Background: an optimization exercise with open tools, aiming at small area. Do not read the settings as production practice. The RTL was checked by simulation tests, not by an equivalence proof against the original design. Power is estimated from default activity; no workload was simulated.

## flc_fine
module flc_fine (
    input  wire               clk,
    input  wire               rst,         
    input  wire               med_en,      
    input  wire [6:0]         r1,          
    input  wire [5:0]         r2,          
    input  wire [6:0]         ntap,        
    input  wire               coef_we,
    input  wire [5:0]         coef_addr,
    input  wire [23:0]        coef_data,   
    input  wire               bit_en,
    input  wire               bit_in,
    output reg                out_valid,
    output reg signed [26:0]  out_data
);
    reg [4:0] phi;
    wire      phi0 = (phi == 5'd0);
    wire      phil = (phi == 5'd19);
    always @(posedge clk)
        phi <= (phil || phi[4] && phi[3]) ? 5'd0 : phi + 5'd1;
    reg pbv, pb, ab;
    reg act, dec, fresh;
    reg [6:0] dec_cnt;
    reg [1:0] warm;
    wire start = phil && pbv;     
    reg [19:0] ri1, ri2, ri3, rc1, rc2, rc3;
    reg        c1, c2, c3, k1, k2, k3;
    wire i1 = fresh ? 1'b0 : ri1[19];
    wire i2 = fresh ? 1'b0 : ri2[19];
    wire i3 = fresh ? 1'b0 : ri3[19];
    wire xb = act && (phi0 || !ab);               
    wire s1 = i1 ^ xb ^ c1;
    wire a2 = act && s1;
    wire s2 = i2 ^ a2 ^ c2;
    wire a3 = act && s2;
    wire s3 = i3 ^ a3 ^ c3;
    wire dact = act && dec;
    wire d1 = (warm == 2'd0) ? 1'b0 : rc1[19];
    wire d2 = (warm == 2'd0) ? 1'b0 : rc2[19];
    wire d3 = (warm == 2'd0) ? 1'b0 : rc3[19];
    wire k1e = phi0 | k1, k2e = phi0 | k2, k3e = phi0 | k3;
    wire y1 = s3 ^ ~d1 ^ k1e;                     
    wire y2 = y1 ^ ~d2 ^ k2e;                     
  ...
==> flow/config.mk <==
export PLATFORM = sky130hd
export DESIGN_NAME = flc_fine
export DESIGN_NICKNAME = flc_fine
export VERILOG_FILES = /design/flow/design.v
export SDC_FILE = /design/flow/constraint.sdc
export NUM_CORES = 4
export LEC_CHECK = 0
export CAP_MARGIN = 20
export CORE_MARGIN = 2
export CORE_UTILIZATION = 60
export CTS_BUF_LIST = sky130_fd_sc_hd__clkbuf_16
export CTS_CLUSTER_DIAMETER = 80
export CTS_CLUSTER_SIZE = 30
export GPL_ROUTABILITY_DRIVEN = 0
export PLACE_DENSITY = 0.75
export SLEW_MARGIN = 20
==> flow/constraint.sdc <==
create_clock -name core_clock -period 13.0 [get_ports {clk}]
set_input_delay 2.6000 -clock core_clock [delete_from_list [all_inputs] [get_ports {clk}]]
set_output_delay 2.6000 -clock core_clock [all_outputs]
set_load 0.01 [all_outputs]
run.sh (not shown) runs the stock make flow with config.mk's settings and CLKGATE_MAP_FILE= SYNTH_SCRIPT=/design/flow/synth_recipe.tcl, a recipe that flattens the netlist after the stock synthesis.
The starting point finished clean.
Next try:
CTS_BUF_LIST = sky130_fd_sc_hd__clkbuf_8   (was sky130_fd_sc_hd__clkbuf_16)
CTS_CLUSTER_DIAMETER = 60   (was 80)
CTS_CLUSTER_SIZE = 20   (was 30)
GPL_ROUTABILITY_DRIVEN = default   (was 0)
What happened: The changed run finished clean. Wire length increases slightly. Critical path depth increases by 1. Clock power decreases by a few percent. Clock-buffer cell count increases by 55. Total power decreases slightly. First-iteration DRC count decreases by a few percent. Setup slack gains 9.2 ps. Worst hold slack loses 17 ps. Sequential power is about the same. Final area hardly moves.
Next try:
CORE_UTILIZATION = 55   (was 60)
CTS_BUF_LIST = sky130_fd_sc_hd__clkbuf_16   (was sky130_fd_sc_hd__clkbuf_8)
CTS_CLUSTER_DIAMETER = 80   (was 60)
CTS_CLUSTER_SIZE = 30   (was 20)
PLACE_DENSITY = 0.65   (was 0.75)
Sequential power stays flat; clock power went up by 7.2%; total power went up by 2.0%; critical path depth went down by 1; worst hold slack is better by 22 ps; setup slack improves by 17 ps.
Next try:
CORE_UTILIZATION = 60   (was 55)
PLACE_DENSITY = 0.75   (was 0.65)
After rerunning: Cell area came out lower by 0.46%; area after synthesis is unchanged; final cell count goes down by 2.7%; via count climbs by 1.3%; sequential power stays flat.

========
Another version of the RTL of flc_fine (not shown whole).
Size in the first run: about 2400 flip-flops.
export LEC_CHECK = 0
export CAP_MARGIN = 20
export CORE_MARGIN = 2
export CORE_UTILIZATION = 40
export CTS_BUF_LIST = sky130_fd_sc_hd__clkbuf_8
export CTS_CLUSTER_DIAMETER = 60
export CTS_CLUSTER_SIZE = 16
export PLACE_DENSITY = 0.6
export SLEW_MARGIN = 20
create_clock -name core_clock -period 13.0 [get_ports {clk}]
Next try:
- CORE_UTILIZATION: 40 -> 60
- CTS_BUF_LIST: sky130_fd_sc_hd__clkbuf_8 -> sky130_fd_sc_hd__clkbuf_16
- CTS_CLUSTER_DIAMETER: 60 -> 80
- CTS_CLUSTER_SIZE: 16 -> 30
- GPL_TIMING_DRIVEN: unset -> 0
- PLACE_DENSITY: 0.6 -> 0.75
Effect: Final area went down by 0.88%; clock power rises by about 4%; setup slack gets worse by 0.23 ns; core utilization came out higher by 21 points; final cell count goes down by 8.8%; wire length grows by 8.4%; via count went up by 4.2%; area after synthesis is unchanged; worst hold slack stays flat.

========
Setup of P:
flc_fine again, from the RTL that the note above started with.
## flc_fine
module flc_fine (
    input  wire               clk,
    input  wire               rst,         
    input  wire               med_en,      
    input  wire [6:0]         r1,          
    input  wire [5:0]         r2,          
    input  wire [6:0]         ntap,        
    input  wire               coef_we,
    input  wire [5:0]         coef_addr,
    input  wire [23:0]        coef_data,   
    input  wire               bit_en,
    input  wire               bit_in,
    output reg                out_valid,
    output reg signed [26:0]  out_data
);
Settings: LEC_CHECK=0, CAP_MARGIN=20, CORE_MARGIN=2, CORE_UTILIZATION=60, CTS_BUF_LIST=sky130_fd_sc_hd__clkbuf_16, CTS_CLUSTER_DIAMETER=80, CTS_CLUSTER_SIZE=30, PLACE_DENSITY=0.75, SLEW_MARGIN=20; clock period 13.0 ns.
No stage failed in P, and the final checks on the layout all came back clean.
Here is what was changed in the inputs of Q compared with P.
- changing SLEW_MARGIN from 20 to 0
- changing CAP_MARGIN from 20 to 0
Results
Q ran to completion and came out clean on the timing, DRC and antenna checks.
Diff P..Q | hold path depth | unchanged
As far as proportion of synthesized flip-flops having asynchronous set or reset goes, Q and P are indistinguishable; the numbers are identical.
As far as design area goes, Q and P are indistinguishable; the numbers are identical.
From P to Q the numbers moved as follows: clock skew comparable, number of DRC markers in iteration 0 comparable.
--- input diff Q..R ---
- changing SLEW_MARGIN from 0 to 20
- changing PLACE_DENSITY from 0.75 to 0.85
- changing CORE_UTILIZATION from 60 to 70
- changing CAP_MARGIN from 0 to 20
--- outcome ---
Compare R and Q | post-route worst hold slack higher: R
Q → R: minimum period implied by the final worst setup slack grew by 170 ps, routed length on met1 moved down.

port drivers added, routing unchanged:
No port has a modelled driver above. Below, the same layouts with a new extraction and two added sets of constraints. Step 1 (the two cells are an assumption about what drives the block):
set clk [get_ports {clk}]
set_driving_cell -lib_cell sky130_fd_sc_hd__clkbuf_16 $clk
set_driving_cell -lib_cell sky130_fd_sc_hd__buf_2 [delete_from_list [all_inputs] $clk]
Step 2 also shifts input and output timing later by t, the mid clock arrival at the registers, as if the neighbouring blocks saw the same clock. Three values: ideal, step 1, step 2; two values: the first two.
run	t (ns)	setup WS [ns]	worst setup path after step 2	worst data-port slew with drivers (ns)
the first run of note 1	0.817	0.489 / 0.459 / -0.357	input to register	0.11
the second run of note 1	1.008	0.498 / 0.452 / -0.555	input to register	0.11
the third run of note 1	0.820	0.515 / 0.568 / -0.251	input to register	0.06
the fourth run of note 1	0.808	0.550 / 0.550 / -0.224	input to register	0.09
the first run of note 2	0.987	0.571 / 0.628 / -0.359	input to register	0.09
the second run of note 2	0.823	0.339 / 0.364 / -0.433	input to register	0.08
P	0.811	0.499 / 0.555 / -0.256	input to register	0.06
Q	0.811	0.499 / 0.555 / -0.256	input to register	0.06
R	0.818	0.326 / 0.379 / -0.438	input to register	0.05
Met with ideal ports but missed after step 2: setup timing in every run listed. The setup slack of the second run of note 1, which loses most, moves by -0.046 ns with the drivers and by -1.053 ns with both steps.
